What follows belongs to an exercise in optimizing a design on an open flow for small area, a short achievable clock period and few clock cycles per item; a production flow would make more cautious choices. The RTL was checked by simulation tests, not by an equivalence proof against the original design.

==> design.v <==
module viterbi_dec (
    input  wire        clk,
    input  wire        rst,
    input  wire        start,
    input  wire [2:0]  cfg_n,        
    input  wire [29:0] cfg_gen,      
    input  wire [4:0]  cfg_fb,       
    input  wire [1:0]  cfg_shift,    
    input  wire [12:0] cfg_nstage,   
    output wire        ready,
    input  wire        in_valid,
    input  wire [47:0] in_llr,
    output wire        in_ready,
    output reg         out_valid,
    output reg         out_bit,
    output reg         out_last
);
    localparam NS = 16;
    localparam W  = 11;           
    localparam SD = 64;           
    reg         rdy;              
    reg         run;              
    reg         wt;               
    reg         ir;               
    reg  [2:0]  n;
    reg  [29:0] gen;
    reg  [4:0]  fb;
    reg  [1:0]  shift;
    reg  [12:0] nstage;
    reg  [12:0] bidx;             
    wire        acc = in_valid & ir;
    assign ready    = rdy;
    assign in_ready = ir;
    reg  [47:0] llr_r;
    reg         v1;
    reg         f1_first;         
    reg         f1_dec;           
    reg         f1_last;          
    function [5:0] reduce_llr;
        input [7:0] x;
        input [1:0] s;
        reg signed [8:0] r;
        begin
            case (s)
                2'd0: r = {x[7], x};
                2'd1: r = {{2{x[7]}}, x[7:1]} + x[0];
                2'd2: r = {{3{x[7]}}, x[7:2]} + x[1];
                default: r = {{4{x[7]}}, x[7:3]} + x[2];
            endcase
            if (r > 9'sd31)
                reduce_llr = 6'd31;
            else if (r < -9'sd31)
                reduce_llr = 6'b100001;
            else
                reduce_llr = r[5:0];
        end
    endfunction
    wire [5:0] y [0:5];
    genvar k, r, s;
    generate
        for (k = 0; k < 6; k = k + 1) begin : g_y
            assign y[k] = (k < n) ? reduce_llr(llr_r[8*k +: 8], shift) : 6'd0;
        end
    endgenerate
    reg  [6:0]  ps_r [0:2];
    reg  [6:0]  pd_r [0:2];
    reg  [6:0]  nps_r, npd_r;
    reg         par_r;            
    reg         v2;
    reg         f2_first, f2_dec, f2_last;
    wire [6:0] ps [0:2];
    wire [6:0] pd [0:2];
    generate
        for (k = 0; k < 3; k = k + 1) begin : g_p
            assign ps[k] = {y[2*k][5], y[2*k]} + {y[2*k+1][5], y[2*k+1]};
            assign pd[k] = {y[2*k][5], y[2*k]} - {y[2*k+1][5], y[2*k+1]};
        end
    endgenerate
    wire [7:0] beta [0:NS-1];
    generate
        for (r = 0; r < NS; r = r + 1) begin : g_bm
            localparam [3:0] RV = r;
            wire [5:0] c;
            for (k = 0; k < 6; k = k + 1) begin : g_c
                assign c[k] = ^(gen[5*k+1 +: 4] & RV);
            end
            wire [6:0] u0 = ((c[0] ^ c[1]) ? pd_r[0] : ps_r[0]) ^ {7{c[0]}};
            wire [6:0] u1 = ((c[2] ^ c[3]) ? pd_r[1] : ps_r[1]) ^ {7{c[2]}};
            wire [6:0] u2 = c[4] ? (c[5] ? nps_r : npd_r) : (c[5] ? pd_r[2] : ps_r[2]);
            wire [8:0] bm = {{2{u0[6]}}, u0} + {{2{u1[6]}}, u1} + {{2{u2[6]}}, u2}
                          + {8'd0, c[0]} + {8'd0, c[2]};
            assign beta[r] = bm[8:1];
        end
    endgenerate
    reg  [7:0]  beta_r [0:NS-1];
    reg         npar_r;           
    reg         v3;
    reg         f3_first, f3_dec, f3_last;
    reg  [W-1:0] pm [0:NS-1];
    reg          pol;                         
    wire         pol_n = ~pol;
    wire [NS-1:0] sel;
    wire [W-1:0]  pm_new [0:NS-1];
    wire [NS-1:0] info;
    wire fbnz = (fb != 5'd0);
    generate
        for (s = 0; s < NS; s = s + 1) begin : g_acs
            localparam [3:0] SV = s;
            localparam integer J = s >> 1;
            localparam integer ODD = s & 1;
            wire [W-1:0] b0 = {{(W-8){beta_r[J][7]}},     beta_r[J]};
            wire [W-1:0] b1 = {{(W-8){beta_r[J + 8][7]}}, beta_r[J + 8]};
            wire [W-1:0] c0, c1;
            if (ODD) begin : g_odd
                assign c0 = pm[J]     + ~b0 + {{(W-1){1'b0}}, npar_r};
                assign c1 = pm[J + 8] + ~b1 + {{(W-1){1'b0}}, npar_r};
            end else begin : g_even
                assign c0 = pm[J]     + b0;
                assign c1 = pm[J + 8] + b1;
            end
            wire [W-1:0] d = c0 - c1;
            assign sel[s] = d[W-1] & ~f3_first;
            assign pm_new[s] = sel[s] ? c1 : c0;
            wire ist = fbnz ? ^(fb[3:0] & SV) : SV[0];
            assign info[s] = ist ^ (fb[4] & sel[s]);
        end
    endgenerate
    reg  [NS-1:0] e1, e0;
    reg           h;
    reg  [NS-1:0] info_r;
    reg           v4;
    reg  [SD-1:0] sr [0:NS-1];
    reg  [3:0]    sr64;       
    reg  [1:0]    sr65;       
    reg           sr66;       
    integer q;
    generate
        for (s = 0; s < NS; s = s + 1) begin : g_sr
            localparam integer P0 = s >> 1;
            localparam integer P1 = (s >> 1) | 8;
            wire [SD-1:0] nx;
            assign nx[0] = v4 ? (info_r[s] ^ pol_n) : ~sr[s][0];
            assign nx[SD-1:1] = ~(({(SD-1){e1[s]}} & sr[P1][SD-2:0])
                                | ({(SD-1){e0[s]}} & sr[P0][SD-2:0])
                                | ({(SD-1){h}}     & sr[s][SD-1:1]));
            always @(posedge clk)
                sr[s] <= nx;
        end
    endgenerate
    always @(posedge clk) begin
        e1     <= {NS{v3}} & sel;
        e0     <= {NS{v3}} & ~sel;
        h      <= ~v3;
        info_r <= info;
        v4     <= v3;
        for (q = 0; q < 4; q = q + 1)
            sr64[q] <= ~((e1[4*q] & sr[2*q + 8][SD-1]) | (e0[4*q] & sr[2*q][SD-1])
                       | (h & sr64[q]));
        sr65[0] <= ~((e1[0] & sr64[2]) | (e0[0] & sr64[0]) | (h & sr65[0]));
        sr65[1] <= ~((e1[8] & sr64[3]) | (e0[8] & sr64[1]) | (h & sr65[1]));
        sr66    <= ~((e1[0] & sr65[1]) | (e0[0] & sr65[0]) | (h & sr66));
    end
    function [W+1:0] pick;            
        input [W-1:0] ml, mr;
        input [1:0]   il, ir;
        reg   [W-1:0] d;
        begin
            d = ml - mr;
            pick = d[W-1] ? {ir, mr} : {il, ml};
        end
    endfunction
    reg  [W-1:0] q_pm  [0:3];
    reg  [1:0]   q_idx [0:3];
    genvar i;
    generate
        for (i = 0; i < 4; i = i + 1) begin : g_t1
            wire [W+1:0] a = pick(pm[4*i],     pm[4*i + 1], 2'd0, 2'd1);
            wire [W+1:0] b = pick(pm[4*i + 2], pm[4*i + 3], 2'd2, 2'd3);
            wire [W+1:0] w = pick(a[W-1:0], b[W-1:0], a[W+1:W], b[W+1:W]);
            always @(posedge clk) begin
                q_pm[i]  <= w[W-1:0];
                q_idx[i] <= w[W+1:W];
            end
        end
    endgenerate
    wire [W+1:0] t2a = pick(q_pm[0], q_pm[1], 2'd0, 2'd1);
    wire [W+1:0] t2b = pick(q_pm[2], q_pm[3], 2'd2, 2'd3);
    wire [W+1:0] t2w = pick(t2a[W-1:0], t2b[W-1:0], t2a[W+1:W], t2b[W+1:W]);
    wire [1:0]   grp = t2w[W+1:W];
    reg  [3:0]    best_r;
    reg  [NS-1:0] col63_r;
    wire [NS-1:0] col63;
    generate
        for (i = 0; i < NS; i = i + 1) begin : g_c63
            assign col63[i] = sr[i][SD-1];
        end
    endgenerate
    reg         f4_dec, f5_dec, f6_dec;
    reg         f4_last, f5_last;
    reg  [5:0]  nst4;             
    reg  [62:0] fl_buf;
    reg  [5:0]  fl_rem;           
    reg  [5:0]  fl_nst;           
    wire [62:0] sr0_fin = {sr66, sr65[0], sr64[0], sr[0][SD-1:4]} ^ {63{pol}};
    wire [12:0] bidx_n = bidx + 13'd1;
    wire [12:0] blast  = nstage + 13'd3;
    wire        last_ok_n = (fl_rem <= 6'd7);
    reg         wt2;
    integer j;
    always @(posedge clk) begin
        pol <= rst ? 1'b0 : pol_n;
        llr_r    <= in_llr;
        f1_first <= (bidx < 13'd4);
        f1_dec   <= (bidx >= 13'd63) && (bidx < nstage);
        f1_last  <= (bidx == blast);
        for (j = 0; j < 3; j = j + 1) begin
            ps_r[j] <= ps[j];
            pd_r[j] <= pd[j];
        end
        nps_r    <= -ps[2];
        npd_r    <= -pd[2];
        par_r    <= ^{y[0][0], y[1][0], y[2][0], y[3][0], y[4][0], y[5][0]};
        f2_first <= f1_first;
        f2_dec   <= f1_dec;
        f2_last  <= f1_last;
        for (j = 0; j < NS; j = j + 1)
            beta_r[j] <= beta[j];
        npar_r   <= ~par_r;
        f3_first <= f2_first;
        f3_dec   <= f2_dec;
        f3_last  <= f2_last;
        if (v3)
            for (j = 0; j < NS; j = j + 1)
                pm[j] <= pm_new[j];
        if (rdy && start)
            pm[0] <= {W{1'b0}};
        if (v3 && f3_last)
            nst4 <= (nstage >= 13'd63) ? 6'd63 : nstage[5:0];
        best_r  <= {grp, q_idx[grp]};
        col63_r <= col63 ^ {NS{pol}};
        if (fl_rem != 6'd0)
            fl_rem <= fl_rem - 6'd1;
        fl_buf <= {fl_buf[61:0], 1'b0};
        if (f5_last) begin
            fl_buf <= sr0_fin;
            fl_rem <= 6'd63;
            fl_nst <= nst4;
        end
        out_valid <= 1'b0;
        out_last  <= 1'b0;
        if (f6_dec) begin
            out_valid <= 1'b1;
            out_bit   <= col63_r[best_r];
        end else begin
            out_valid <= (fl_rem != 6'd0) && (fl_rem <= fl_nst);
            out_last  <= (fl_rem == 6'd1);
            out_bit   <= fl_buf[62];
        end
        if (rdy && start) begin
            n      <= cfg_n;
            gen    <= cfg_gen;
            fb     <= cfg_fb;
            shift  <= cfg_shift;
            nstage <= cfg_nstage;
            bidx   <= 13'd0;
            rdy    <= 1'b0;
            run    <= 1'b1;
            ir     <= 1'b1;
        end
        if (acc) begin
            bidx <= bidx_n;
            if (bidx == blast) begin
                run <= 1'b0;
                ir  <= 1'b0;
            end else if (bidx_n == blast) begin
                ir  <= last_ok_n;
            end
        end else if (run && bidx == blast) begin
            ir <= last_ok_n;
        end
        wt2 <= wt;
        wt  <= 1'b0 | (acc && bidx == blast);
        if (wt2)
            rdy <= 1'b1;
        v1 <= acc;
        v2 <= v1;
        v3 <= v2;
        f4_dec  <= v3 & f3_dec;
        f4_last <= v3 & f3_last;
        f5_dec  <= f4_dec;
        f5_last <= f4_last;
        f6_dec  <= f5_dec;
        if (rst) begin
            rdy       <= 1'b1;
            run       <= 1'b0;
            wt        <= 1'b0;
            wt2       <= 1'b0;
            ir        <= 1'b0;
            v1        <= 1'b0;
            v2        <= 1'b0;
            v3        <= 1'b0;
            f4_dec    <= 1'b0;
            f5_dec    <= 1'b0;
            f6_dec    <= 1'b0;
            f4_last   <= 1'b0;
            f5_last   <= 1'b0;
            fl_rem    <= 6'd0;
            out_valid <= 1'b0;
            out_last  <= 1'b0;
        end
    end
endmodule
==> run.sh <==
#!/bin/bash
# synth_recipe.tcl (not shown) runs the flow's synth.tcl, then flattens the netlist and writes it again
# the make line also repeats each setting of config.mk as NAME=value (left out here)
make -C /OpenROAD-flow-scripts/flow DESIGN_CONFIG=/design/flow/config.mk WORK_HOME=/design/flow/orfs CLKGATE_MAP_FILE= SYNTH_SCRIPT=/design/flow/synth_recipe.tcl finish
==> config.mk <==
export PLATFORM = sky130hd
export DESIGN_NAME = viterbi_dec
export DESIGN_NICKNAME = viterbi_dec
export VERILOG_FILES = /design/flow/design.v
export SDC_FILE = /design/flow/constraint.sdc
export NUM_CORES = 4
export LEC_CHECK = 0
export CAP_MARGIN = 20
export CORE_MARGIN = 2
export CORE_UTILIZATION = 50
export SLEW_MARGIN = 20
==> constraint.sdc <==
create_clock -name core_clock -period 18.0 [get_ports {clk}]
set_input_delay 3.6000 -clock core_clock [delete_from_list [all_inputs] [get_ports {clk}]]
set_output_delay 3.6000 -clock core_clock [all_outputs]
set_load 0.01 [all_outputs]
==> summary.txt, run 1 <==
Synthesis
  • Sequential area share after synthesis: 36.9%
  • Syn nets: 11300
  • YS warnings: 8
  • Post-synthesis async set-or-reset flop share: 0%
  • Post-synth EDFFs: 237
  • Yosys top cell by area: dfxtp_1
  • Prevailing post-synth register cell: dfxtp_1
  • Syn avg cell area: 9.78 um^2
  • Synth Register Bits: between 1500 and 2000
  • Yosys cell types: 86
  • Share of the synthesized area in the top cell type: 29.8%
  • Synth top area cells: dfxtp_1 30%, ha_1 10%, a222oi_1 10%
  • Post-Syn Area: 100000 um^2
  • Post-synthesis instance total: 10200

Worst setup path
  • Crit Path Max Fanout: 16
  • Worst EP arrival: 6.46 ns
  • Kind of critical path: flip-flop to flip-flop
  • Setup crit start: npar_r$_DFF_P_
  • CP Data Required Time: 18.55 ns
  • Worst Setup End Kind: flip-flop
  • Startpoint Class: flip-flop
  • Worst R2R Start: npar_r$_DFF_P_
  • R2R depth: 20

Clock tree
  • Max Buffers Root-to-Sink: 3
  • Skew-Pair Late Insertion Delay: approximately 0.86 ns
  • CTS clk-pin slew, worst paths: 0.07 ns
  • CTS Hold Buffers Added: 0
  • H-tree depth: 4
  • Post-CTS setup buffer count: 0
  • Clk sinks: 1725
  • CTS resizes: 0
  • Num CTS Buffers: 183
  • CTS tree: built
  • Clock root buffer: clkbuf_16

Status
  • Outcome: timing/DRC/antenna clean

Route
  • Per-cell routed wire length: 25.0 um
  • Initial DRC Count: 12300
  • Antenna Nets Post-Route: 0
  • Via count of the routed design: 81200
  • 1st-pass router iterations: 14
  • Drt via density: 6.37
  • DRC Markers: 0
  • Post-Route WL: approximately 320000 um

Global routing
  • Vias in the first global route: roughly 78000
  • GRT Total Usage: 30.1%
  • Overflow left after global routing: 0
  • Pin count of the biggest net entering global routing: between 200 and 300
  • First-pass GRT wire length: ~480000 um
  • Antenna violations before repair: 10

Timing
  • RSZ-0062 raised after global routing: false
  • Worst-Margin Slew: 1.23 ns
  • Final Hold Viols: 0
  • Period utilisation layout: 32.8%
  • Clk_skew: ~0.061 ns
  • Final WS setup: 12.10 ns
  • Fmax: 0.169 GHz
  • Setup tns final: 0 ns
  • Crit path time final: 5.90 ns
  • Slew margin rel.: 16.0%
  • Final Max Tran Viols: 0
  • Final setup viols: 0

Min path
  • Hold_sp: f1_first$_DFF_P_
  • WHS Path Cells: 0
  • Hold Path Class: flip-flop to flip-flop

Floorplanning
  • Initial Util: 50.2%
  • Die area: ~200000 um^2
  • Die X: around 450 um
  • Die H: 451 um
  • Core area: 199000 um^2
  • Row cnt: between 150 and 200
  • Num ports: 110

Cells and area
  • Final non-filler cell total: 12700
  • Area Overhead vs Synth: 9.06%
  • Final #Nets: 11000
  • Layout cells sized above 1: 7.93%
  • Most frequent cells in the layout: 1449 x dfxtp_1, 1015 x a222oi_1, 897 x inv_1
  • Commonest non-fill, non-tap cell in the layout: dfxtp_1

Placed design
  • Number of port buffers: 103
  • Placed insts: about 12000
  • Post-DP HPWL: 219000 um
  • GP Congestion: between 0.9 and 1
  • Pre-CTS WS: roughly 12 ns

Run
  • Max-cap violations: 0
layer usage:
metal  up-vias  track usage (%)  routed length (um)
met5         -                0                  34
met4         6             13.1               14700
met3       698             4.42               23900
met2      3427             50.1              149000
met1     39400             38.8              132000
li1      37700                -                   -
logic make-up after synthesis:
logic type,count (synthesis),synth area share (%)
AOI/OAI and AO/OA,2844,21.5
and+or+nand+nor,1743,8.09
adders and majority gates,1000,13.8
muxes,517,6.74
xor gates and xnor gates,779,6.89
buffers and inverters,1616,6.11
DFF,1725,36.9
worst max-delay path, cell delays in order (launching register included):
cell	delay (ns)
dfxtp_1	0.30
inv_1	0.04
buf_4	0.52
fa_1	0.32
nor2b_1	0.05
o21ai_0	0.21
a21boi_0	0.14
o21ai_0	0.24
a211oi_1	0.14
o21ai_0	0.22
or4b_2	0.60
o311ai_0	0.16
inv_1	0.10
ha_1	0.23
nor3_1	0.17
o21ai_0	0.11
o22a_1	0.23
xor2_1	0.18
xor2_1	0.82
nor2_1	0.42
mux2_2	0.37
Yosys cell counts, types with 126 or more instances:
| library cell | instances |
|---|---|
| nand2_1 | 478 |
| mux2i_1 | 254 |
| fa_1 | 166 |
| a21o_1 | 139 |
| clkbuf_1 | 627 |
| a222oi_1 | 1015 |
| mux2_2 | 153 |
| xnor2_1 | 566 |
| nor3_1 | 162 |
| ha_1 | 834 |
| dfxtp_1 | 1488 |
| o21ai_0 | 547 |
| edfxtp_1 | 237 |
| nand3_1 | 126 |
| a21oi_1 | 516 |
| xor2_1 | 206 |
| nor2_1 | 562 |
| inv_1 | 898 |
area by class of cell:
type                            instances  area (um^2)
Antenna cell                            5         12.5
Timing Repair Buffer                  233         2050
Inverter                              901         3380
Tap cell                             2656         3320
Clock buffer                          259         5320
Multi-Input combinational cell       6883        57100
Clock inverter                         82          963
Fill cell                           17600        90200
Sequential cell                      1725        37000
registers in the layout (all words and copies together) (netlist names), 8 cells and up:
| signal | cells |
|---|---|
| pd_r | 21 |
| e0 | 16 |
| nstage | 13 |
| llr_r | 48 |
| gen | 24 |
| info_r | 16 |
| q_idx | 8 |
| e1 | 16 |
| bidx | 13 |
| q_pm | 44 |
| ps_r | 18 |
| pm | 176 |
| sr | 1024 |
| col63_r | 16 |
| beta_r | 128 |
| fl_buf | 63 |
path summary, 6_finish.rpt:
path / slack, ns / end
worst min register to register: 0.32 / f2_first$_DFF_P_
worst min-delay path: 0.32 / f2_first$_DFF_P_
worst max register to register: 12.10 / pm[11][1]$_DFFE_PP_
worst max-delay path: 12.10 / pm[11][1]$_DFFE_PP_
per-stage QoR:
step                      hold slack, ns  utilization, %  cell area (um^2)
after CTS                          0.327            54.7            109000
after global placement             0.313            51.6            103000
after detailed placement           0.312            51.6            103000
final                              0.324            54.8            109000
after global routing               0.332            54.8            109000
after floorplan                    0.310               -            100000
Testbench counts, summed over its fixed seeds: cycles 11,485, items 10,881.
==> run 2, diff against run 1 <==
--- a/design.v
+++ b/design.v
@@ -23,7 +23,7 @@
     reg         wt;               
     reg         ir;               
     reg  [2:0]  n;
-    reg  [29:0] gen;
+    reg  [3:0]  ga0, gx0, ga1, gx1, g4, g5;
     reg  [4:0]  fb;
     reg  [1:0]  shift;
     reg  [12:0] nstage;
@@ -76,19 +76,45 @@
             assign pd[k] = {y[2*k][5], y[2*k]} - {y[2*k+1][5], y[2*k+1]};
         end
     endgenerate
+    function [8:0] ks9;
+        input [8:0] a, b;
+        input       ci;
+        reg   [8:0] g, p, gg, pp;
+        integer lv, bi;
+        begin
+            g = a & b;
+            p = a ^ b;
+            gg = g;
+            pp = p;
+            gg[0] = g[0] | (p[0] & ci);
+            for (lv = 1; lv < 9; lv = lv * 2)
+                for (bi = 8; bi >= lv; bi = bi - 1) begin
+                    gg[bi] = gg[bi] | (pp[bi] & gg[bi - lv]);
+                    pp[bi] = pp[bi] & pp[bi - lv];
+                end
+            ks9 = p ^ {gg[7:0], ci};
+        end
+    endfunction
     wire [7:0] beta [0:NS-1];
     generate
         for (r = 0; r < NS; r = r + 1) begin : g_bm
             localparam [3:0] RV = r;
-            wire [5:0] c;
-            for (k = 0; k < 6; k = k + 1) begin : g_c
-                assign c[k] = ^(gen[5*k+1 +: 4] & RV);
-            end
-            wire [6:0] u0 = ((c[0] ^ c[1]) ? pd_r[0] : ps_r[0]) ^ {7{c[0]}};
-            wire [6:0] u1 = ((c[2] ^ c[3]) ? pd_r[1] : ps_r[1]) ^ {7{c[2]}};
-            wire [6:0] u2 = c[4] ? (c[5] ? nps_r : npd_r) : (c[5] ? pd_r[2] : ps_r[2]);
-            wire [8:0] bm = {{2{u0[6]}}, u0} + {{2{u1[6]}}, u1} + {{2{u2[6]}}, u2}
-                          + {8'd0, c[0]} + {8'd0, c[2]};
+            wire n0  = ^(ga0 & RV);
+            wire x01 = ^(gx0 & RV);
+            wire n2  = ^(ga1 & RV);
+            wire x23 = ^(gx1 & RV);
+            wire c4  = ^(g4 & RV);
+            wire c5  = ^(g5 & RV);
+            wire [6:0] u0 = (x01 ? pd_r[0] : ps_r[0]) ^ {7{n0}};
+            wire [6:0] u1 = (x23 ? pd_r[1] : ps_r[1]) ^ {7{n2}};
+            wire [6:0] u2 = c4 ? (c5 ? nps_r : npd_r) : (c5 ? pd_r[2] : ps_r[2]);
+            wire [8:0] a0 = {{2{u0[6]}}, u0};
+            wire [8:0] a1 = {{2{u1[6]}}, u1};
+            wire [8:0] a2 = {{2{u2[6]}}, u2};
+            wire [8:0] s1 = a0 ^ a1 ^ a2;
+            wire [8:0] c1 = {(a0[7:0] & a1[7:0]) | (a0[7:0] & a2[7:0])
+                             | (a1[7:0] & a2[7:0]), n0};
+            wire [8:0] bm = ks9(s1, c1, n2);
             assign beta[r] = bm[8:1];
         end
     endgenerate
@@ -96,6 +122,41 @@
     reg         npar_r;           
     reg         v3;
     reg         f3_first, f3_dec, f3_last;
+    function lt_w;
+        input [W-1:0] a, b;
+        reg   [W-1:0] g, p;
+        integer lv, bi;
+        begin
+            g = a & ~b;
+            p = ~(a ^ b);
+            g[0] = g[0] | p[0];           
+            for (lv = 1; lv < W; lv = lv * 2)
+                for (bi = W - 1; bi >= lv; bi = bi - 1) begin
+                    g[bi] = g[bi] | (p[bi] & g[bi - lv]);
+                    p[bi] = p[bi] & p[bi - lv];
+                end
+            lt_w = ~(a[W-1] ^ b[W-1]) ^ g[W-2];
+        end
+    endfunction
+    function [W-1:0] ks_w;
+        input [W-1:0] a, b;
+        input         ci;
+        reg   [W-1:0] g, p, gg, pp;
+        integer lv, bi;
+        begin
+            g = a & b;
+            p = a ^ b;
+            gg = g;
+            pp = p;
+            gg[0] = g[0] | (p[0] & ci);
+            for (lv = 1; lv < W; lv = lv * 2)
+                for (bi = W - 1; bi >= lv; bi = bi - 1) begin
+                    gg[bi] = gg[bi] | (pp[bi] & gg[bi - lv]);
+                    pp[bi] = pp[bi] & pp[bi - lv];
+                end
+            ks_w = p ^ {gg[W-2:0], ci};
+        end
+    endfunction
     reg  [W-1:0] pm [0:NS-1];
     reg          pol;                         
     wire         pol_n = ~pol;
@@ -112,14 +173,13 @@
             wire [W-1:0] b1 = {{(W-8){beta_r[J + 8][7]}}, beta_r[J + 8]};
             wire [W-1:0] c0, c1;
             if (ODD) begin : g_odd
-                assign c0 = pm[J]     + ~b0 + {{(W-1){1'b0}}, npar_r};
-                assign c1 = pm[J + 8] + ~b1 + {{(W-1){1'b0}}, npar_r};
+                assign c0 = ks_w(pm[J],     ~b0, npar_r);
+                assign c1 = ks_w(pm[J + 8], ~b1, npar_r);
             end else begin : g_even
-                assign c0 = pm[J]     + b0;
-                assign c1 = pm[J + 8] + b1;
+                assign c0 = ks_w(pm[J],     b0, 1'b0);
+                assign c1 = ks_w(pm[J + 8], b1, 1'b0);
             end
-            wire [W-1:0] d = c0 - c1;
-            assign sel[s] = d[W-1] & ~f3_first;
+            assign sel[s] = lt_w(c0, c1) & ~f3_first;
             assign pm_new[s] = sel[s] ? c1 : c0;
             wire ist = fbnz ? ^(fb[3:0] & SV) : SV[0];
             assign info[s] = ist ^ (fb[4] & sel[s]);
@@ -163,10 +223,8 @@
     function [W+1:0] pick;            
         input [W-1:0] ml, mr;
         input [1:0]   il, ir;
-        reg   [W-1:0] d;
         begin
-            d = ml - mr;
-            pick = d[W-1] ? {ir, mr} : {il, ml};
+            pick = lt_w(ml, mr) ? {ir, mr} : {il, ml};
         end
     endfunction
     reg  [W-1:0] q_pm  [0:3];
@@ -232,7 +290,7 @@
         if (v3)
             for (j = 0; j < NS; j = j + 1)
                 pm[j] <= pm_new[j];
-        if (rdy && start)
+        if (rdy)
             pm[0] <= {W{1'b0}};
         if (v3 && f3_last)
             nst4 <= (nstage >= 13'd63) ? 6'd63 : nstage[5:0];
@@ -256,13 +314,20 @@
             out_last  <= (fl_rem == 6'd1);
             out_bit   <= fl_buf[62];
         end
-        if (rdy && start) begin
+        if (rdy) begin
             n      <= cfg_n;
-            gen    <= cfg_gen;
+            ga0    <= cfg_gen[4:1];
+            gx0    <= cfg_gen[4:1]   ^ cfg_gen[9:6];
+            ga1    <= cfg_gen[14:11];
+            gx1    <= cfg_gen[14:11] ^ cfg_gen[19:16];
+            g4     <= cfg_gen[24:21];
+            g5     <= cfg_gen[29:26];
             fb     <= cfg_fb;
             shift  <= cfg_shift;
             nstage <= cfg_nstage;
             bidx   <= 13'd0;
+        end
+        if (rdy && start) begin
             rdy    <= 1'b0;
             run    <= 1'b1;
             ir     <= 1'b1;
==> flow/run.sh (new file) <==
#!/bin/bash
# The standard layout, with the input and output port buffers in
# sky130_fd_sc_hd__buf_2 instead of the cell buffer_ports picks by itself.
set -euo pipefail
export BUFFER_PORTS_ARGS="-buffer_cell sky130_fd_sc_hd__buf_2"
bash standard.sh > standard.log 2>&1
==> standard.sh (new file) <==
#!/bin/bash
# synth_recipe.tcl (not shown) runs the flow's synth.tcl, then flattens the netlist and writes it again
# the make line also repeats each setting of config.mk as NAME=value (left out here)
make -C /OpenROAD-flow-scripts/flow DESIGN_CONFIG=/design/flow/config.mk WORK_HOME=/design/flow/orfs CLKGATE_MAP_FILE= SYNTH_SCRIPT=/design/flow/synth_recipe.tcl "${@:-finish}"
--- a/config.mk
+++ b/config.mk
@@ -7,5 +7,7 @@
 export LEC_CHECK = 0
 export CAP_MARGIN = 20
 export CORE_MARGIN = 2
-export CORE_UTILIZATION = 50
-export SLEW_MARGIN = 20
+export CORE_UTILIZATION = 45
+export CTS_CLUSTER_DIAMETER = 80
+export CTS_CLUSTER_SIZE = 24
+export SLEW_MARGIN = 60
removed: run.sh
==> run 2 against run 1 <==
Still clean on timing, DRC and antenna; via count fell by 4.5%; maximum frequency rose by 9.1%; final cell count decreased by 2.3%; register-to-register slack improved by 0.49 ns; setup slack improved by 0.49 ns; first-iteration DRC count shrank 8.9%; wire length shrank 4.6%; sequential share of layout area rose by 0.43 points; critical endpoint unchanged; highest routed layer unchanged.
==> summary.txt, run 2 <==
Status
  • Outcome: timing/DRC/antenna clean

Synthesis
  • Most frequent cell after synthesis: dfxtp_1
  • Yosys top cell by area: dfxtp_1
  • Post-synth top cells: 1488 x dfxtp_1, 1015 x a222oi_1, 944 x inv_1, 833 x ha_1, 615 x xnor2_1
  • Share of the synthesized area in the top cell type: between 30% and 40%
  • Post-Syn Area: 99000 um^2
  • Syn avg cell area: 10.2 um^2
  • Post-synthesis instance total: 9739
  • Synth Register Bits: 1725
  • Post-synthesis async set-or-reset flop share: 0%
  • Synth top area cells: dfxtp_1 30%, ha_1 11%, a222oi_1 10%
  • YS warnings: 8
  • Prevailing post-synth register cell: dfxtp_1
  • Syn nets: roughly 11000
  • Yosys cell types: 101
  • Sequential area share after synthesis: 37.3%
  • Post-synth EDFFs: between 200 and 250

Timing
  • Final hold slack: 0.317 ns
  • RSZ-0062 raised after global routing: false
  • Worst-Margin Slew: 0.659 ns
  • Final setup viols: 0
  • Setup tns final: 0 ns
  • Period utilisation layout: 30.1%
  • Final Max Tran Viols: 0
  • Clk_skew: ~0.064 ns
  • Fmax: 0.185 GHz
  • Crit path time final: 5.41 ns
  • Slew margin rel.: between 50 and 60%
  • Final Hold Viols: 0

Min path
  • Hold Path Class: flip-flop to flip-flop

Clock tree
  • H-tree depth: 3
  • Post-CTS setup buffer count: 0
  • Clk sinks: roughly 1700
  • CTS clk-pin slew, worst paths: 0.08 ns
  • Num CTS Buffers: 108
  • Skew-Pair Late Insertion Delay: roughly 0.81 ns
  • CTS resizes: 0
  • Max Buffers Root-to-Sink: 3
  • CTS tree: built
  • CTS Hold Buffers Added: 0
  • Clock root buffer: clkbuf_16

Route
  • DRC Markers: 0
  • Per-cell routed wire length: 24.4 um
  • Drt via density: 6.22
  • Via count of the routed design: 77500
  • Initial DRC Count: ~11000
  • 1st-pass router iterations: 17
  • Antenna Nets Post-Route: 0
  • Post-Route WL: 305000 um

Worst setup path
  • Slowest CP cell: or4b_2
  • CP Data Required Time: 18.52 ns
  • Crit Path Max Fanout: 16
  • CP max stage delay: 0.61 ns
  • Crit path top cell by count: o21ai_0
  • Kind of critical path: flip-flop to flip-flop
  • CP Buf/Inv Count: 3
  • Startpoint Class: flip-flop
  • Worst-path cell chain: inv_1 -> buf_6 -> fa_1 -> nor2b_1 -> o21ai_0 -> a21boi_0 -> o21ai_0 -> a211oi_1 -> o21ai_0 -> or4b_2 -> o311ai_1 -> inv_1 -> ha_1 -> nor3_1 -> o21ai_0 -> o22a_1 -> xor2_1 -> xor2_4 -> nor2_2 -> mux2_2
  • Worst Setup End Kind: flip-flop
  • Top delay family on crit path: compound AO/OA/AOI/OAI gates
  • Worst EP arrival: 5.93 ns

Cells and area
  • Most frequent cells in the layout: 1424 x dfxtp_1, 1015 x a222oi_1, 943 x inv_1
  • Max reg flops: around 1000
  • Final non-filler cell total: around 12000
  • Area Overhead vs Synth: 8.96%
  • Layout cells sized above 1: around 9.6%
  • Layout Cell Area excl Fill: around 110000 um^2
  • Commonest non-fill, non-tap cell in the layout: dfxtp_1
  • Reg with most FFs: sr
  • Largest regs: sr x1024, pm x176, beta_r x128
  • Final #Nets: 10600

Floorplanning
  • Die X: 473 um
  • Core area: 219000 um^2
  • Die H: 473 um
  • Row cnt: 172
  • Initial Util: 45.2%
  • Die area: 224000 um^2
  • Num ports: 110

Placed design
  • Number of port buffers: 103
  • Post-DP HPWL: roughly 220000 um
  • GP Congestion: 0.949
  • Placed Area: 104000 um^2
  • Placed insts: 12300

Global routing
  • GRT Total Usage: 26.3%
  • Overflow left after global routing: 0
  • Vias in the first global route: 75100
  • First-pass GRT wire length: between 400000 and 500000 um
  • Antenna violations before repair: 8
  • Pin count of the biggest net entering global routing: 107

Run
  • Max-cap violations: 0
-- run 2: routing by layer --
metal  wire [um]  part of all wire [%]  GRT usage [%]
met1      130000                    43           34.7
met2      143000                    47           43.8
met3       19400                   6.4           3.22
met4       12700                   4.2           10.3
met5          38                 0.012              0
-- run 2: cell type report --
cell class                 count  area [um^2]
fill                       20000       111000
multi-input combinational   6439        57100
sequential                  1725        37000
tap                         2871         3590
inverter                     946         3550
timing repair buffer         301         2960
clock buffer                 121         2860
clock inverter                48          729
antenna                        5         12.5
-- run 2: final timing paths --
| kind | startpoint | endpoint | slack, ns | cells after the start |
|---|---|---|---|---|
| setup / recovery | npar_r$_DFF_P_ | pm[11][1]$_DFFE_PP_ | 12.59 | 20 |
| hold / removal | f1_first$_DFF_P_ | f2_first$_DFF_P_ | 0.32 | 0 |
| hold reg to reg | f1_first$_DFF_P_ | f2_first$_DFF_P_ | 0.32 | 0 |
| setup reg to reg | npar_r$_DFF_P_ | pm[11][1]$_DFFE_PP_ | 12.59 | 20 |
-- run 2: kinds of logic (layout without fill, tap and decap cells) --
family          after synthesis  count (layout)  share of synthesized area (%)
compound gates             2534            2534                           20.1
fa+ha+maj                  1015            1015                           14.2
xor+xnor                    895             895                           8.24
mux                         527             527                           6.76
other cells                   0               5                              0
flops                      1725            1725                           37.3
simple gates               1468            1468                           7.27
buf+inv                    1575            1416                           6.09
-- run 2: per-stage QoR --
stage	setup WS, ns	utilization (%)
floorplan	12.26	-
global placement	11.79	46.3
detailed placement	12.68	47.3
CTS	12.63	48.9
global route	12.21	49.2
finish	12.59	49.2
Testbench counts of run 2, summed over its fixed seeds: cycles 11,485, items 10,881.
==> run 3, diff against run 2 <==
--- a/design.v
+++ b/design.v
@@ -29,11 +29,13 @@
     reg  [12:0] nstage;
     reg  [12:0] bidx;             
     wire        acc = in_valid & ir;
-    assign ready    = rdy;
-    assign in_ready = ir;
+    reg         rdy_o, ir_o;
+    assign ready    = rdy_o;
+    assign in_ready = ir_o;
     reg  [47:0] llr_r;
     reg         v1;
     reg         f1_first;         
+    reg         f1_zero, f2_zero;   
     reg         f1_dec;           
     reg         f1_last;          
     function [5:0] reduce_llr;
@@ -163,7 +165,9 @@
     wire [NS-1:0] sel;
     wire [W-1:0]  pm_new [0:NS-1];
     wire [NS-1:0] info;
-    wire fbnz = (fb != 5'd0);
+    reg  [4:0] fb3;
+    reg  [5:0] nst3;
+    wire fbnz = (fb3 != 5'd0);
     generate
         for (s = 0; s < NS; s = s + 1) begin : g_acs
             localparam [3:0] SV = s;
@@ -181,8 +185,8 @@
             end
             assign sel[s] = lt_w(c0, c1) & ~f3_first;
             assign pm_new[s] = sel[s] ? c1 : c0;
-            wire ist = fbnz ? ^(fb[3:0] & SV) : SV[0];
-            assign info[s] = ist ^ (fb[4] & sel[s]);
+            wire ist = fbnz ? ^(fb3[3:0] & SV) : SV[0];
+            assign info[s] = ist ^ (fb3[4] & sel[s]);
         end
     endgenerate
     reg  [NS-1:0] e1, e0;
@@ -263,12 +267,12 @@
     wire [12:0] bidx_n = bidx + 13'd1;
     wire [12:0] blast  = nstage + 13'd3;
     wire        last_ok_n = (fl_rem <= 6'd7);
-    reg         wt2;
     integer j;
     always @(posedge clk) begin
         pol <= rst ? 1'b0 : pol_n;
         llr_r    <= in_llr;
         f1_first <= (bidx < 13'd4);
+        f1_zero  <= (bidx == 13'd0);
         f1_dec   <= (bidx >= 13'd63) && (bidx < nstage);
         f1_last  <= (bidx == blast);
         for (j = 0; j < 3; j = j + 1) begin
@@ -279,6 +283,7 @@
         npd_r    <= -pd[2];
         par_r    <= ^{y[0][0], y[1][0], y[2][0], y[3][0], y[4][0], y[5][0]};
         f2_first <= f1_first;
+        f2_zero  <= f1_zero;
         f2_dec   <= f1_dec;
         f2_last  <= f1_last;
         for (j = 0; j < NS; j = j + 1)
@@ -290,10 +295,12 @@
         if (v3)
             for (j = 0; j < NS; j = j + 1)
                 pm[j] <= pm_new[j];
-        if (rdy)
+        if (v2 && f2_zero)
             pm[0] <= {W{1'b0}};
+        fb3  <= fb;
+        nst3 <= (nstage >= 13'd63) ? 6'd63 : nstage[5:0];
         if (v3 && f3_last)
-            nst4 <= (nstage >= 13'd63) ? 6'd63 : nstage[5:0];
+            nst4 <= nst3;
         best_r  <= {grp, q_idx[grp]};
         col63_r <= col63 ^ {NS{pol}};
         if (fl_rem != 6'd0)
@@ -327,6 +334,10 @@
             nstage <= cfg_nstage;
             bidx   <= 13'd0;
         end
+        if (rdy_o && start) begin
+            rdy_o  <= 1'b0;
+            ir_o   <= 1'b1;
+        end
         if (rdy && start) begin
             rdy    <= 1'b0;
             run    <= 1'b1;
@@ -335,18 +346,22 @@
         if (acc) begin
             bidx <= bidx_n;
             if (bidx == blast) begin
-                run <= 1'b0;
-                ir  <= 1'b0;
+                run  <= 1'b0;
+                ir   <= 1'b0;
+                ir_o <= 1'b0;
             end else if (bidx_n == blast) begin
-                ir  <= last_ok_n;
+                ir   <= last_ok_n;
+                ir_o <= last_ok_n;
             end
         end else if (run && bidx == blast) begin
-            ir <= last_ok_n;
+            ir   <= last_ok_n;
+            ir_o <= last_ok_n;
+        end
+        wt  <= acc && bidx == blast;
+        if (wt) begin
+            rdy   <= 1'b1;
+            rdy_o <= 1'b1;
         end
-        wt2 <= wt;
-        wt  <= 1'b0 | (acc && bidx == blast);
-        if (wt2)
-            rdy <= 1'b1;
         v1 <= acc;
         v2 <= v1;
         v3 <= v2;
@@ -357,9 +372,10 @@
         f6_dec  <= f5_dec;
         if (rst) begin
             rdy       <= 1'b1;
+            rdy_o     <= 1'b1;
+            ir_o      <= 1'b0;
             run       <= 1'b0;
             wt        <= 1'b0;
-            wt2       <= 1'b0;
             ir        <= 1'b0;
             v1        <= 1'b0;
             v2        <= 1'b0;
--- a/config.mk
+++ b/config.mk
@@ -5,6 +5,7 @@
 export SDC_FILE = /design/flow/constraint.sdc
 export NUM_CORES = 4
 export LEC_CHECK = 0
+export ABC_AREA = 1
 export CAP_MARGIN = 20
 export CORE_MARGIN = 2
 export CORE_UTILIZATION = 45
==> run 3 against run 2 <==
Maximum frequency rose by 10%; critical path depth fell by 2; area after synthesis rose by 3.3%; hold slack improved by 0.018 ns; count of clock-buffer cells in the layout did not move; global-route usage rose by 2.0 points; first-iteration DRC count fell by 37%; synthesized cell count rose by 25%; flip-flop and latch count rose by 14; final area rose by 2.3%.
==> summary.txt, run 3 <==
Status
  • Outcome: timing/DRC/antenna clean

Synthesis
  • Post-Syn Area: 102000 um^2
  • Synth Register Bits: 1739
  • Syn nets: 13300
  • Most frequent cell after synthesis: a21oi_1
  • Yosys top cell by area: dfxtp_1
  • Sequential area share after synthesis: 36.4%
  • Post-synth top cells: 1755 x a21oi_1, 1664 x nand2_1, 1502 x dfxtp_1, 1210 x inv_1, 1016 x a22o_1
  • Prevailing post-synth register cell: dfxtp_1
  • Share of the synthesized area in the top cell type: 29.4%
  • Syn avg cell area: 8.37 um^2
  • Post-synth EDFFs: 237
  • Post-synthesis instance total: between 10000 and 15000
  • Synth top area cells: dfxtp_1 29%, ha_1 10%, a22o_1 8.7%
  • Yosys cell types: 66
  • YS warnings: 8
  • Post-synthesis async set-or-reset flop share: 0%

Route
  • 1st-pass router iterations: 9
  • Drt via density: 5.75
  • Post-Route WL: 337000 um
  • Initial DRC Count: just over 7000
  • DRC Markers: 0
  • Antenna Nets Post-Route: 0
  • Via count of the routed design: roughly 86000
  • Per-cell routed wire length: 22.4 um

Timing
  • Fmax: 0.204 GHz
  • Worst-Margin Slew: 0.602 ns
  • Final Hold Viols: 0
  • RSZ-0062 raised after global routing: false
  • Final Max Tran Viols: 0
  • Final WS setup: 13.10 ns
  • Slew margin rel.: around 59%
  • Setup tns final: 0 ns
  • Clk_skew: 0.0670 ns
  • Final setup viols: 0
  • Crit path time final: approximately 4.9 ns
  • Period utilisation layout: 27.2%

Global routing
  • Pin count of the biggest net entering global routing: 105
  • GRT Total Usage: 28.3%
  • Overflow left after global routing: 0
  • Antenna violations before repair: 11
  • First-pass GRT wire length: slightly above 500000 um
  • Vias in the first global route: 82300

Run
  • Max-cap violations: 0

Worst setup path
  • Reg-to-reg setup timing slack: between 10 and 15 ns
  • Worst Setup End Kind: flip-flop
  • Crit Path Max Fanout: 39
  • Worst EP arrival: 5.55 ns
  • CP Data Required Time: ~19 ns
  • Startpoint Class: flip-flop
  • Kind of critical path: flip-flop to flip-flop

Min path
  • Hold Path Class: flip-flop to flip-flop

Placed design
  • Post-DP HPWL: 251000 um
  • Number of port buffers: 103
  • Pre-CTS WS: 13.15 ns
  • GP Congestion: 0.985

Clock tree
  • Clk sinks: 1739
  • Num CTS Buffers: 111
  • Max Buffers Root-to-Sink: 3
  • Clock root buffer: clkbuf_16
  • Skew-Pair Late Insertion Delay: 0.83 ns
  • CTS tree: built
  • H-tree depth: 3
  • CTS Hold Buffers Added: 0
  • CTS clk-pin slew, worst paths: 0.10 ns
  • Post-CTS setup buffer count: 0
  • CTS resizes: 0

Cells and area
  • Reg with most FFs: sr
  • Largest regs: sr x1024, pm x176, beta_r x128
  • Final #Nets: 13100
  • Layout cells sized above 1: 5.39%
  • Area Overhead vs Synth: 7.87%
  • Most frequent cells in the layout: 1754 x a21oi_1, 1652 x nand2_1, 1456 x dfxtp_1
  • Fill cell count: ~21000
  • Max reg flops: 1024
  • Commonest non-fill, non-tap cell in the layout: a21oi_1

Floorplanning
  • Initial Util: ~45%
  • Die H: 481 um
  • Core area: roughly 230000 um^2
  • Die area: 231000 um^2
  • Die X: 481 um
  • Num ports: 110
  • Row cnt: 174
run 3: path summary, 6_finish.rpt:
kind / cells after the start / endpoint / from
max: 18 / npd_r[6]$_DFF_P_ / shift[0]$_DFFE_PP_
min: 0 / f2_last$_DFF_P_ / f1_last$_DFF_P_
max reg2reg: 18 / npd_r[6]$_DFF_P_ / shift[0]$_DFFE_PP_
min reg2reg: 0 / f2_last$_DFF_P_ / f1_last$_DFF_P_
run 3: cell type report:
cell class | instances | area, um^2 | share of cell area, %
antenna | 2 | 5.00 | 0.00454
tap | 2992 | 3740 | 3.39
clock buffer | 121 | 2850 | 2.58
inverter | 1253 | 4710 | 4.27
clock inverter | 53 | 802 | 0.727
sequential | 1739 | 37300 | 33.8
multi-input combinational | 8592 | 58300 | 52.8
timing repair buffer | 274 | 2640 | 2.39
run 3: cell families after synthesis:
kind of cell	Yosys count	share of synthesized area (%)
AOI/OAI and AO/OA	3986	24.1
and+or+nand+nor	2745	11.2
buffers and inverters	1888	7.14
DFF	1739	36.4
adders and majority gates	1016	13.8
xor gates and xnor gates	841	7.39
muxes	4	0.0441
run 3: through the flow:
step	cells	util, %	hold slack, ns	instance area, um^2
final	15000	48.9	0.335	110000
after global routing	15000	48.9	0.341	110000
after CTS	15000	48.8	0.337	110000
after detailed placement	14800	47.2	0.313	106000
after global placement	14800	46.5	0.313	105000
after floorplan	12200	-	0.310	102000
run 3: routing by layer:
layer	global-route usage, %	part of all wire (%)	up-vias
li1	-	-	41500
met1	36.8	43	41800
met2	48.1	47	2626
met3	2.75	5.1	545
met4	11.1	4.4	4
met5	0	0.0074	-
run 3: critical path, stage by stage, from the launching register on:
cell and delay (ns):
edfxtp_1 0.57, buf_6 0.23, nand2_1 0.06, buf_4 0.41, inv_1 0.25, buf_4 0.32
o21ai_0 0.13, o31ai_1 0.12, nor3_1 0.30, a21oi_1 0.13, or2_2 0.34, nor2_1 0.26
ha_1 0.33, o31ai_1 0.41, a21oi_1 0.12, o21ai_0 0.21, xor2_1 0.31, nor3_1 0.11
xnor2_1 0.14
Testbench counts of run 3, summed over its fixed seeds: cycles 11,441, items 10,881.
==> run 4, diff against run 3 <==
--- a/config.mk
+++ b/config.mk
@@ -8,7 +8,7 @@
 export ABC_AREA = 1
 export CAP_MARGIN = 20
 export CORE_MARGIN = 2
-export CORE_UTILIZATION = 45
+export CORE_UTILIZATION = 50
 export CTS_CLUSTER_DIAMETER = 80
 export CTS_CLUSTER_SIZE = 24
 export SLEW_MARGIN = 60
==> run 4 against run 3 <==
Register-to-register slack lost 0.12 ns; critical path type unchanged; global-route usage grew 3.8 points; flip-flop and latch count is the same; final area shrank 0.41%; die area shrank 9.9%; synthesized cell count is the same; via count grew 0.34%; first-iteration DRC count grew 2.6%; clock skew grew 0.0048 ns; still clean on timing, DRC and antenna.
==> summary.txt, run 4 <==
Synthesis
  • Post-synth top cells: 1755 x a21oi_1, 1664 x nand2_1, 1502 x dfxtp_1, 1210 x inv_1, 1016 x a22o_1
  • Synth Register Bits: 1739
  • Share of the synthesized area in the top cell type: about 30%
  • Post-synthesis instance total: 12200
  • YS warnings: 8
  • Sequential area share after synthesis: 36.4%
  • Syn avg cell area: 8.37 um^2
  • Prevailing post-synth register cell: dfxtp_1
  • Post-synth EDFFs: 237
  • Yosys top cell by area: dfxtp_1
  • Yosys cell types: 66
  • Synth top area cells: dfxtp_1 29%, ha_1 10%, a22o_1 8.7%
  • Most frequent cell after synthesis: a21oi_1
  • Post-synthesis async set-or-reset flop share: 0%
  • Syn nets: 13300
  • Post-Syn Area: 102000 um^2

Placed design
  • GP Congestion: 0.986
  • Placed Area: roughly 110000 um^2
  • Pre-CTS WS: around 13 ns
  • Post-DP HPWL: between 200000 and 300000 um
  • Number of port buffers: 103

Timing
  • Slew margin rel.: a little under three fifths
  • Final Max Tran Viols: 0
  • Final WS setup: 12.98 ns
  • Crit path time final: between 5 and 6 ns
  • Period utilisation layout: 27.9%
  • Setup tns final: 0 ns
  • Final Hold Viols: 0
  • Worst-Margin Slew: 0.633 ns
  • Clk_skew: 0.0718 ns
  • RSZ-0062 raised after global routing: false
  • Fmax: 0.199 GHz
  • Final setup viols: 0

Clock tree
  • CTS resizes: 0
  • Num CTS Buffers: about 100
  • Clock root buffer: clkbuf_16
  • Post-CTS setup buffer count: 0
  • CTS tree: built
  • CTS Hold Buffers Added: 0
  • CTS clk-pin slew, worst paths: 0.09 ns
  • Skew-Pair Late Insertion Delay: 0.83 ns
  • Max Buffers Root-to-Sink: 3
  • Clk sinks: around 1700
  • H-tree depth: 3

Floorplanning
  • Initial Util: about 50%
  • Die H: 456 um
  • Core area: 203000 um^2
  • Die area: ~210000 um^2
  • Num ports: 110
  • Row cnt: 165
  • Die X: ~460 um

Worst setup path
  • Worst Setup End Kind: flip-flop
  • Crit Path Max Fanout: 24
  • Slowest CP cell: clkinv_1
  • CP max stage delay: 0.46 ns
  • Kind of critical path: flip-flop to flip-flop
  • Crit path top cell by count: nand2_1
  • Worst EP arrival: 5.63 ns
  • R2R depth: 21
  • Worst-path cell chain: buf_4 -> clkinv_1 -> nand2_1 -> nand2_1 -> clkinv_1 -> nand2_1 -> nand2_1 -> clkinv_1 -> o21ai_0 -> a21oi_1 -> nor2_1 -> fa_1 -> inv_1 -> ha_1 -> a21oi_1 -> nand2_1 -> a21oi_1 -> o21bai_1 -> a21oi_1 -> nand3_1 -> o21ai_1
  • CP Data Required Time: 18.61 ns
  • Startpoint Class: flip-flop

Min path
  • WHS Path Cells: 0
  • Hold Path Class: flip-flop to flip-flop

Global routing
  • Antenna violations before repair: 15
  • First-pass GRT wire length: 515000 um
  • GRT Total Usage: 32.0%
  • Overflow left after global routing: 0
  • Pin count of the biggest net entering global routing: just over 100
  • Vias in the first global route: 82500

Cells and area
  • Final #Nets: 13100
  • Commonest non-fill, non-tap cell in the layout: a21oi_1
  • Area Overhead vs Synth: 7.43%
  • Layout Cell Area excl Fill: approximately 110000 um^2
  • Max reg flops: just over 1000
  • Largest regs: sr x1024, pm x176, beta_r x128
  • Finished Core Util: 54.2%
  • Reg with most FFs: sr
  • Layout cells sized above 1: under 10%
  • Most frequent cells in the layout: 1751 x a21oi_1, 1652 x nand2_1, 1454 x dfxtp_1
  • Fill cell count: approximately 19000

Run
  • Max-cap violations: 0

Route
  • 1st-pass router iterations: 6
  • Antenna Nets Post-Route: 0
  • Drt via density: 5.90
  • Initial DRC Count: 7278
  • DRC Markers: 0
  • Per-cell routed wire length: 23.5 um
  • Post-Route WL: 346000 um
  • Via count of the routed design: just under 90000

Status
  • Outcome: timing/DRC/antenna clean
## run 4: cell counts after synthesis
No cell type changed its count.
## run 4: metal layers
metal  global-route usage (%)  share of wire (%)
met5                        0             0.0038
met4                     13.4                4.6
met3                     3.56                5.4
met2                     54.8                 48
met1                     40.9                 42
## run 4: cell families after synthesis
logic type,count (synthesis),share of synthesized area [%]
AOI/OAI and AO/OA,3986,24.1
and+or+nand+nor,2745,11.2
buffers and inverters,1888,7.14
DFF,1739,36.4
adders and majority gates,1016,13.8
xor gates and xnor gates,841,7.39
muxes,4,0.0441
## run 4: critical path: cells and delay by family, from the launching register on
family                     cells  cell delay, ns
and+or+nand+nor                7            0.95
buffers and inverters          5            1.48
adders and majority gates      2            0.74
DFF                            1            0.32
AOI/OAI and AO/OA              7            1.34
## run 4: path summary, 6_finish.rpt
check                        from                    end  slack [ns]
hold / removal    f2_last$_DFF_P_        f3_last$_DFF_P_        0.33
hold reg to reg   f2_last$_DFF_P_        f3_last$_DFF_P_        0.33
setup reg to reg  g5[0]$_DFFE_PP_  beta_r[13][7]$_DFF_P_       12.98
setup / recovery  g5[0]$_DFFE_PP_  beta_r[13][7]$_DFF_P_       12.98
## run 4: area by class of cell
type / instances / area, um^2 / share of cell area [%]
diodes: 5 / 12.5 / 0.0114
clock buffers: 123 / 2790 / 2.54
clock inverters: 43 / 711 / 0.647
inverters: 1253 / 4710 / 4.29
multi-input cells: 8592 / 58400 / 53.2
flip-flops and latches: 1739 / 37300 / 34.0
well taps: 2672 / 3340 / 3.04
repair buffers: 270 / 2590 / 2.36
## run 4: through the flow
| step | hold WS, ns | cells |
|---|---|---|
| final | 0.328 | 14700 |
| after detailed placement | 0.312 | 14500 |
| after CTS | 0.334 | 14700 |
| after floorplan | 0.310 | 12200 |
| after global routing | 0.339 | 14700 |
| after global placement | 0.311 | 14400 |
==> run 5, diff against run 4 <==
--- a/config.mk
+++ b/config.mk
@@ -8,7 +8,7 @@
 export ABC_AREA = 1
 export CAP_MARGIN = 20
 export CORE_MARGIN = 2
-export CORE_UTILIZATION = 50
+export CORE_UTILIZATION = 45
 export CTS_CLUSTER_DIAMETER = 80
 export CTS_CLUSTER_SIZE = 24
-export SLEW_MARGIN = 60
+export SLEW_MARGIN = 50
==> run 5 against run 4 <==
Core utilization decreased by 5.6 points; hold slack got worse by 0.027 ns; largest cell class unchanged.
==> summary.txt, run 5 <==
Route
  • Initial DRC Count: between 7000 and 8000
  • Per-cell routed wire length: around 23 um
  • Drt via density: 5.75
  • Antenna Nets Post-Route: 0
  • 1st-pass router iterations: 7
  • Via count of the routed design: 86100
  • DRC Markers: 0
  • Post-Route WL: approximately 340000 um

Synthesis
  • Post-synth top cells: 1755 x a21oi_1, 1664 x nand2_1, 1502 x dfxtp_1, 1210 x inv_1, 1016 x a22o_1
  • Yosys cell types: 66
  • Yosys top cell by area: dfxtp_1
  • Post-synthesis async set-or-reset flop share: 0%
  • Prevailing post-synth register cell: dfxtp_1
  • Sequential area share after synthesis: a little over a third
  • Most frequent cell after synthesis: a21oi_1
  • Post-synth EDFFs: around 240
  • Syn nets: approximately 13000
  • Synth Register Bits: 1739
  • Share of the synthesized area in the top cell type: around 30%
  • Syn avg cell area: 8.37 um^2
  • YS warnings: 8
  • Post-synthesis instance total: 12200
  • Post-Syn Area: between 100000 and 150000 um^2
  • Synth top area cells: dfxtp_1 29%, ha_1 10%, a22o_1 8.7%

Global routing
  • First-pass GRT wire length: slightly above 500000 um
  • Overflow left after global routing: 0
  • GRT Total Usage: about 28%
  • Vias in the first global route: 82200
  • Met3 Resource Use GR: approximately 3.1%
  • Busiest layer in global routing: met2
  • GR Util met1: 36.9%
  • Pin count of the biggest net entering global routing: 125
  • Met2 GRT Util: 47.7%
  • Antenna violations before repair: 11

Worst setup path
  • Reg-to-reg setup timing slack: 12.85 ns
  • Crit Path Max Fanout: 39
  • Worst R2R End: npd_r[6]$_DFF_P_
  • Worst EP arrival: just under 6 ns
  • Worst Setup End Kind: flip-flop
  • CP Data Required Time: approximately 19 ns
  • Worst R2R Start: shift[0]$_DFFE_PP_
  • Startpoint Class: flip-flop
  • Kind of critical path: flip-flop to flip-flop
  • CP max stage delay: about 0.69 ns
  • Crit path top cell by count: inv_1
  • Slowest CP cell: edfxtp_1
  • Worst-path cell chain: nand2_1 -> buf_4 -> inv_1 -> buf_4 -> o21ai_0 -> o31ai_1 -> nor3_1 -> a21oi_1 -> or2_2 -> a21oi_1 -> ha_1 -> inv_1 -> o31ai_1 -> or2_2 -> nand2_1 -> inv_1 -> nand4_1 -> nor3_1 -> xnor2_1
  • R2R depth: 19

Clock tree
  • CTS clk-pin slew, worst paths: roughly 0.090 ns
  • Skew-Pair Late Insertion Delay: 0.85 ns
  • Clock root buffer: clkbuf_16
  • CTS Hold Buffers Added: 0
  • CTS resizes: 0
  • Num CTS Buffers: 114
  • CTS tree: built
  • Max Buffers Root-to-Sink: 3
  • Clk sinks: 1739
  • Post-CTS setup buffer count: 0
  • H-tree depth: 3

Floorplanning
  • Initial Util: 45.4%
  • Die area: between 200000 and 250000 um^2
  • Core area: 225000 um^2
  • Die X: 481 um
  • Row cnt: 174
  • Num ports: 110
  • Die H: 481 um

Cells and area
  • Reg with most FFs: sr
  • Commonest non-fill, non-tap cell in the layout: a21oi_1
  • Area Overhead vs Synth: 7.06%
  • Most frequent cells in the layout: 1755 x a21oi_1, 1656 x nand2_1, 1464 x dfxtp_1
  • Layout cells sized above 1: under 10%
  • Finished Core Util: 48.6%
  • Final #Nets: around 13000
  • Final non-filler cell total: 15000
  • Largest regs: sr x1024, pm x176, beta_r x128
  • Fill cell count: between 20000 and 25000
  • Max reg flops: just over 1000

Min path
  • Hold Path Class: flip-flop to flip-flop
  • Worst Hold End: f2_dec$_DFF_P_
  • WHS Path Cells: 0
  • Hold_sp: f1_dec$_DFF_P_

Timing
  • Period utilisation layout: 28.6%
  • Final setup viols: 0
  • Fmax: 0.194 GHz
  • Final Hold Viols: 0
  • Crit path time final: a little over 5 ns
  • Clk_skew: 0.0794 ns
  • RSZ-0062 raised after global routing: false
  • Slew margin rel.: 47.1%
  • Final Max Tran Viols: 0
  • Worst-Margin Slew: slightly below 0.8 ns
  • Setup tns final: 0 ns

Placed design
  • Placed insts: 14800
  • GP Congestion: just under 1
  • Number of port buffers: 103
  • Post-DP HPWL: ~250000 um

Run
  • Max-cap violations: 0

Status
  • Outcome: timing/DRC/antenna clean
[run 5: cell types whose count changed in the layout (fill, tap and decap cells not counted), sizes merged]
cell / change
bufinv: +2
clkinvlp: +1
diode: -2
clkinv: +4
buf: -47
clkbuf: +4
inv: +6
[run 5: logic make-up (layout without fill, tap and decap cells)]
family	Yosys count	count (layout)	share of synthesized area (%)
flip-flops	1739	1739	36.4
multiplexers	4	4	0.0441
adder cells (fa/ha/maj)	1016	1016	13.8
XOR/XNOR	841	841	7.39
other	0	3	0
AO/OA/AOI/OAI	3986	3986	24.1
buffers and inverters	1888	1659	7.14
AND/OR/NAND/NOR	2745	2745	11.2
[run 5: layout make-up]
class                   instances  area (um^2)  share of cell area [%]
clock buffers                 127         3000                    2.74
flip-flops and latches       1739        37200                    34.0
well taps                    2992         3740                    3.42
clock inverters                56          946                   0.864
diodes                          3         7.51                 0.00686
inverters                    1253         4710                    4.30
repair buffers                223         1770                    1.62
multi-input cells            8592        58100                    53.0
[run 5: worst max path at each step]
| stage | from | to | slack [ns] |
|---|---|---|---|
| final | shift[0]$_DFFE_PP_ | npd_r[6]$_DFF_P_ | 12.85 |
| after global routing | g5[2]$_DFFE_PP_ | beta_r[13][7]$_DFF_P_ | 12.48 |
| after CTS | g5[3]$_DFFE_PP_ | beta_r[14][6]$_DFF_P_ | 12.99 |
| after detailed placement | in_valid | bidx[1]$_SDFFCE_PN0P_ | 12.67 |
| after global placement | in_valid | bidx[0]$_SDFFCE_PN0P_ | 12.70 |
| after floorplan | v3$_SDFF_PP0_ | nst4[0]$_DFFE_PP_ | 12.88 |
[run 5: metrics by stage]
stage          hold slack, ns  cell area, um^2  setup WS [ns]
6_report                0.301           109000          12.85
5_1_grt                 0.303           109000          12.48
3_5_place_dp            0.313           105000          12.67
4_1_cts                 0.292           109000          12.99
2_1_floorplan           0.310           102000          12.88
3_3_place_gp            0.313           105000          12.70
[run 5: worst max-delay path, delay by kind of cell (launching register included)]
family | cells | cell delay, ns
buf+inv | 5 | 1.14
flops | 1 | 0.69
xor+xnor | 1 | 0.14
compound gates | 5 | 1.33
simple gates | 7 | 1.52
fa+ha+maj | 1 | 0.22
[run 5: routing by layer]
layer	up-vias	routed length (um)	share of wire, %
met3	553	17900	5.3
met2	2639	159000	47
li1	41400	-	-
met5	-	0	0
met4	0	14900	4.4
met1	41500	145000	43
==> run 6, diff against run 5 <==
--- a/config.mk
+++ b/config.mk
@@ -9,6 +9,6 @@
 export CAP_MARGIN = 20
 export CORE_MARGIN = 2
 export CORE_UTILIZATION = 45
-export CTS_CLUSTER_DIAMETER = 80
-export CTS_CLUSTER_SIZE = 24
-export SLEW_MARGIN = 50
+export CTS_CLUSTER_DIAMETER = 100
+export CTS_CLUSTER_SIZE = 30
+export SLEW_MARGIN = 60
==> run 6 against run 5 <==
Still clean; critical path depth up 2; final area is essentially flat; critical endpoint is now beta_r[13][7]$_DFF_P_.
==> summary.txt, run 6 <==
Status
  • Outcome: timing/DRC/antenna clean

Route
  • Post-Route WL: 337000 um
  • Antenna Nets Post-Route: 0
  • Initial DRC Count: 7219
  • Per-cell routed wire length: about 22 um

Global routing
  • First-pass GRT wire length: 506000 um
  • GRT Total Usage: between 20% and 30%
  • Met3 Resource Use GR: 2.65%

Synthesis
  • Synth Register Bits: 1739
  • Share of the synthesized area in the top cell type: 29.4%
  • Post-synth top cells: 1755 x a21oi_1, 1664 x nand2_1, 1502 x dfxtp_1, 1210 x inv_1, 1016 x a22o_1
  • Syn avg cell area: 8.37 um^2
  • Post-synthesis instance total: 12200
  • Yosys top cell by area: dfxtp_1
  • Post-synthesis async set-or-reset flop share: 0%
  • Post-synth EDFFs: 237
  • Most frequent cell after synthesis: a21oi_1
  • Prevailing post-synth register cell: dfxtp_1

Floorplanning
  • Initial Util: a little under half
  • Num ports: 110
  • Die area: between 200000 and 250000 um^2
  • Die X: 481 um

Clock tree
  • H-tree depth: 3
  • CTS resizes: 0
  • Num CTS Buffers: 82
  • CTS tree: built
  • Clock root buffer: clkbuf_16
  • Post-CTS setup buffer count: 0

Worst setup path
  • Crit Path Max Fanout: 24
  • Reg-to-reg setup timing slack: 13.10 ns
  • Crit path top cell by count: nand2_1
  • Worst R2R Start: g5[0]$_DFFE_PP_

Cells and area
  • Finished Core Util: 48.5%
  • Layout cells sized above 1: 5.07%
  • Final #Nets: 13100

Placed design
  • Placed insts: 14800
  • GP Congestion: 0.985
  • Post-DP HPWL: 251000 um

Timing
  • Clk_skew: about 0.056 ns
  • Final setup viols: 0
  • Final WS setup: about 13 ns
  • Fmax: slightly above 0.2 GHz
  • Final Hold Viols: 0
  • Period utilisation layout: 27.2%
  • Slew margin rel.: 59.5%

Min path
  • Hold Path Class: flip-flop to flip-flop
-- run 6: changes by cell type in the layout (fill, tap and decap cells not counted), moves of 8 or more --
cell       delta
inv_12        -8
inv_1        -12
inv_2         +9
buf_8        +15
dfxtp_1       -8
buf_12       +19
buf_6        -13
buf_4        +17
clkbuf_16    -33
buf_16       +10
-- run 6: cell families after synthesis --
| logic type | count (synthesis) | synth area share, % |
|---|---|---|
| AND/OR/NAND/NOR | 2745 | 11.2 |
| adder cells (fa/ha/maj) | 1016 | 13.8 |
| buffers and inverters | 1888 | 7.14 |
| multiplexers | 4 | 0.0441 |
| flip-flops | 1739 | 36.4 |
| AO/OA/AOI/OAI | 3986 | 24.1 |
| XOR/XNOR | 841 | 7.39 |
-- run 6: metal layers --
layer,vias up,part of all wire (%)
li1,41500,-
met1,41700,43
met2,2536,47
met3,540,5.0
met4,4,4.5
met5,-,0.0068
-- run 6: per-stage QoR --
step	hold slack (ns)	area, um^2
2_1_floorplan	0.310	102000
3_3_place_gp	0.313	105000
3_5_place_dp	0.313	106000
4_1_cts	0.339	109000
5_1_grt	0.345	109000
6_report	0.336	109000
-- run 6: worst reg2reg max path, cell delays in order (launching register included) --
cell and delay (ns):
edfxtp_1 0.33, buf_4 0.27, clkinv_2 0.35, nand2_1 0.14, nand2_1 0.18, clkinv_1 0.30
nand2_1 0.08, nand2_1 0.08, clkinv_1 0.39, o21ai_0 0.33, a21oi_1 0.06, nor2_1 0.49
fa_1 0.50, inv_1 0.07, ha_1 0.27, nand3_1 0.11, nand2_1 0.08, a21oi_1 0.13
o21bai_1 0.10, a21oi_1 0.15, nand3_1 0.08, o21ai_1 0.28
-- run 6: final cells by class --
| type | count | area, um^2 |
|---|---|---|
| Sequential cell | 1739 | 37300 |
| Multi-Input combinational cell | 8592 | 58300 |
| Tap cell | 2992 | 3740 |
| Fill cell | 21500 | 116000 |
| Clock buffer | 89 | 2130 |
| Clock inverter | 40 | 577 |
| Antenna cell | 6 | 15.0 |
| Timing Repair Buffer | 275 | 2670 |
| Inverter | 1253 | 4710 |
-- run 6: worst max-delay path by stage --
| stage | startpoint | slack [ns] | cells after the start | endpoint |
|---|---|---|---|---|
| final | g5[0]$_DFFE_PP_ | 13.10 | 21 | beta_r[13][7]$_DFF_P_ |
| after global routing | g5[3]$_DFFE_PP_ | 12.71 | 20 | beta_r[11][7]$_DFF_P_ |
| after CTS | rdy_o$_SDFFE_PP1P_ | 13.04 | 1 | ready |
| after detailed placement | pm[12][1]$_DFFE_PP_ | 13.15 | 17 | q_idx[3][0]$_DFF_P_ |
| after global placement | in_valid | 12.70 | 3 | bidx[0]$_SDFFCE_PN0P_ |
| after floorplan | v3$_SDFF_PP0_ | 12.88 | 4 | nst4[0]$_DFFE_PP_ |

separate check: timing with driven ports:
How much do the figures lean on ideal ports? The routed layouts below were timed once more, with nothing changed but the port constraints.
Step 1 (the two cells are an assumption about what drives the block):
set clk [get_ports {clk}]
set_driving_cell -lib_cell sky130_fd_sc_hd__clkbuf_16 $clk
set_driving_cell -lib_cell sky130_fd_sc_hd__buf_2 [delete_from_list [all_inputs] $clk]
Step 2 adds t to the input delays and takes it off the output delays; t is the mean of the earliest and latest rising clock arrival at the registers after step 1. Input paths then give back, and output paths get back, about the clock's delay inside the block.
Slacks: ideal ports / drivers / drivers and shift; pairs: ideal ports / drivers.
run | t (ns) | slack for setup (ns) | worst hold slack (ns) | latest minus earliest clock arrival (ns) | worst data-port slew with drivers (ns)
run 1 | 0.914 | 12.097 / 12.097 / 11.517 | 0.324 / 0.324 / 0.324 | 0.065 / 0.066 | 0.15
run 2 | 0.875 | 12.591 / 12.591 / 12.591 | 0.317 / 0.317 / 0.317 | 0.072 / 0.071 | 0.14
run 3 | 0.895 | 13.097 / 13.000 / 13.097 | 0.335 / 0.335 / 0.335 | 0.081 / 0.081 | 0.09
run 4 | 0.893 | 12.979 / 12.918 / 12.979 | 0.328 / 0.328 / 0.328 | 0.096 / 0.095 | 0.06
run 5 | 0.902 | 12.852 / 12.852 / 12.852 | 0.301 / 0.301 / 0.301 | 0.087 / 0.087 | 0.09
run 6 | 0.875 | 13.101 / 13.012 / 13.101 | 0.336 / 0.336 / 0.336 | 0.061 / 0.060 | 0.09
After both steps every run listed still meets setup and hold. For run 1, which loses most, drivers alone change the setup slack by 0.000 ns; drivers and shift together by -0.580 ns.
